Context: an optimization exercise on an open-source flow, tuned for small area, a short achievable clock period and few clock cycles. The choices shown serve that exercise and are no tape-out recipe.
Function was checked by simulation only, so behaviour that the tests miss may differ from the original.
The flow treats the clock pin as an ideal source. Dropping or thinning the clock tree relies on that and would not hold on a real chip.

==> flow/design.v (excerpt) <==
module lc_decoder (
    input  wire         clk,
    input  wire         rst,         
    input  wire         in_valid,
    output wire         in_ready,
    input  wire [39:0]  in_beat,     
    input  wire [36:0]  in_dda,      
    output reg          out_valid,
    output reg  [2:0]   out_status,
    output reg  [3:0]   out_dev,
    output wire [511:0] out_data
);
Size: about 7800 cells after synthesis, about 1400 flip-flops, about 76000 um2 of cells after synthesis.
clock: 10.0 ns
lec_check: 0
cap_margin: 20
core_margin: 2
core_utilization: 55
place_density: 0.65
slew_margin: 20
standard.sh (not shown) runs the stock make flow with config.mk's settings and CLKGATE_MAP_FILE= SYNTH_SCRIPT=/design/flow/synth_recipe.tcl, a recipe that flattens the netlist after the stock synthesis.
==> flow/flow/run.sh <==
#!/bin/bash
# Own layout flow: the standard ORFS flow (standard synthesis, floorplan,
# placement, routing), except that the clock tree is built by flow/mycts.tcl
# (clock port -> 4 root buffers -> leaf buffers -> flip-flop clusters), timing
# repair aims past the 10 ns constraint, and the ports get plain buffers.
set -euo pipefail
export MYCTS_LEAF_MAX=24
EXTRA=("SETUP_SLACK_MARGIN=6.9" "BUFFER_PORTS_ARGS=-buffer_cell sky130_fd_sc_hd__buf_1")
bash standard.sh "${EXTRA[@]}" place > flow_place.log 2>&1
bash standard.sh "${EXTRA[@]}" "RUN_SCRIPT=$PWD/flow/mycts.tcl" RUN_LOG_NAME_STEM=4_1_mycts run > flow_cts.log 2>&1
bash standard.sh "${EXTRA[@]}" finish > flow_finish.log 2>&1
==> flow/flow/mycts.tcl <==
# Two-level clock tree built by hand: the clock port drives a few root buffers,
# each root drives leaf buffers, each leaf drives a compact cluster of flip-flops.
# Replaces ORFS's cts step (same post-CTS repair as cts.tcl).
source $::env(SCRIPTS_DIR)/load.tcl
erase_non_stage_variables cts
load_design 3_place.odb 3_place.sdc

set leaf_max  [expr {[info exists ::env(MYCTS_LEAF_MAX)] ? $::env(MYCTS_LEAF_MAX) : 20}]
set n_roots   [expr {[info exists ::env(MYCTS_ROOTS)] ? $::env(MYCTS_ROOTS) : 4}]
set leaf_cell [expr {[info exists ::env(MYCTS_LEAF_CELL)] ? $::env(MYCTS_LEAF_CELL) : "sky130_fd_sc_hd__clkbuf_16"}]
set root_cell [expr {[info exists ::env(MYCTS_ROOT_CELL)] ? $::env(MYCTS_ROOT_CELL) : "sky130_fd_sc_hd__clkbuf_16"}]

set db [ord::get_db]
set block [ord::get_db_block]
set clknet [$block findNet clk]

# split a list of {obj x y} in two parts (sizes in ratio k1 : n-k1) along its wider side
proc split2 {items {frac 0.5}} {
  set xs {}; set ys {}
  foreach it $items { lappend xs [lindex $it 1]; lappend ys [lindex $it 2] }
  set xs [lsort -integer $xs]; set ys [lsort -integer $ys]
  set dx [expr {[lindex $xs end] - [lindex $xs 0]}]
  set dy [expr {[lindex $ys end] - [lindex $ys 0]}]
  set k [expr {$dx >= $dy ? 1 : 2}]
  set s [lsort -integer -index $k $items]
  set h [expr {int(round([llength $s] * $frac))}]
  return [list [lrange $s 0 [expr {$h - 1}]] [lrange $s $h end]]
}
# cut into ceil(n / maxn) compact clusters of nearly equal size
proc bisect {items maxn} {
  set n [llength $items]
  if {$n <= $maxn} { return [list $items] }
  set k [expr {($n + $maxn - 1) / $maxn}]
  set k1 [expr {$k / 2}]
  lassign [split2 $items [expr {double($k1) / $k}]] a b
  return [concat [bisect $a $maxn] [bisect $b $maxn]]
}
proc centroid {items} {
  set sx 0; set sy 0
  foreach it $items { set sx [expr {$sx + [lindex $it 1]}]; set sy [expr {$sy + [lindex $it 2]}] }
  set n [llength $items]
  return [list [expr {$sx / $n}] [expr {$sy / $n}]]
}

set sinks {}
foreach it [$clknet getITerms] {
  set inst [$it getInst]
  set bb [$inst getBBox]
  lappend sinks [list $it [expr {([$bb xMin] + [$bb xMax]) / 2}] [expr {([$bb yMin] + [$bb yMax]) / 2}]]
}
puts "mycts: [llength $sinks] clock sinks"

set clusters [bisect $sinks $leaf_max]
puts "mycts: [llength $clusters] leaf clusters"

set lmaster [$db findMaster $leaf_cell]
set rmaster [$db findMaster $root_cell]
set leaves {}
set i 0
foreach cl $clusters {
  lassign [centroid $cl] cx cy
  set inst [odb::dbInst_create $block $lmaster "mycts_leaf_$i"]
  $inst setLocation $cx $cy
  $inst setPlacementStatus PLACED
  set net [odb::dbNet_create $block "mycts_leafnet_$i"]
  $net setSigType CLOCK
  [$inst findITerm X] connect $net
  foreach s $cl {
    set it [lindex $s 0]
    $it disconnect
    $it connect $net
  }
  lappend leaves [list $inst $cx $cy]
  incr i
}

# group the leaves under the roots
set groups [list $leaves]
while {[llength $groups] < $n_roots} {
  set ng {}
  foreach g $groups { lassign [split2 $g] a b; lappend ng $a $b }
  set groups $ng
}
set i 0
foreach g $groups {
  lassign [centroid $g] cx cy
  set inst [odb::dbInst_create $block $rmaster "mycts_root_$i"]
  $inst setLocation $cx $cy
  $inst setPlacementStatus PLACED
  set net [odb::dbNet_create $block "mycts_rootnet_$i"]
  $net setSigType CLOCK
  [$inst findITerm X] connect $net
  [$inst findITerm A] connect $clknet
  foreach l $g { [[lindex $l 0] findITerm A] connect $net }
  incr i
}
$clknet setSigType CLOCK
global_connect

set_placement_padding -global \
  -left $::env(CELL_PAD_IN_SITES_DETAIL_PLACEMENT) \
  -right $::env(CELL_PAD_IN_SITES_DETAIL_PLACEMENT)
detailed_placement
set_propagated_clock [all_clocks]
estimate_parasitics -placement
report_clock_skew
repair_timing_helper
detailed_placement
check_placement -verbose
estimate_parasitics -placement
report_clock_skew
report_worst_slack -max
report_worst_slack -min

orfs_write_db $::env(RESULTS_DIR)/4_1_cts.odb
orfs_write_sdc $::env(RESULTS_DIR)/4_cts.sdc
Testbench counts at the start, summed over its fixed seeds: cycles 40,896.
==> next run, changes <==
--- a/flow/flow/run.sh
+++ b/flow/flow/run.sh
@@ -7 +6,0 @@
-export MYCTS_LEAF_MAX=24
GPL_ROUTABILITY_DRIVEN = 0   (was unset)
Result:
- via count went down by 0.94%
- routed wire length falls by 5.7%
- hold slack gets better by 0.016 ns
- clock skew hardly moves
- critical path depth rises by 1
- design area came out lower by 1.1%
- maximum frequency came out higher by 1.3%
- setup slack gets better by 0.041 ns
- core utilization drops by 0.69 points
- sequential share of layout area came out higher by 0.43 points
No run of this note takes its clock network from TritonCTS; it comes from the design's own scripts or RTL.

what the ideal ports hide:
Ports are ideal in the flow. The routed layouts listed here were re-timed in OpenROAD. Step 1: set_driving_cell puts a clkbuf_16 on clk and a buf_2 on each other input, an assumption about the parent block. Step 2 also shifts input and output timing later by t, the mid clock arrival at the registers, as if the neighbouring blocks saw the same clock. Three values: ideal ports, drivers, drivers and shift; two values: the first two.
| run | t (ns) | setup WS [ns] | hold slack, ns | worst data-port slew with drivers (ns) | pins driven straight from the clock port |
|---|---|---|---|---|---|
| the first run | 0.675 | 6.762 / 6.736 / 6.762 | 0.394 / 0.393 / 0.393 | 0.19 | 4 |
| the second run | 0.709 | 6.802 / 6.727 / 6.802 | 0.410 / 0.410 / 0.410 | 0.20 | 4 |
After both steps setup and hold are still met in every run listed.
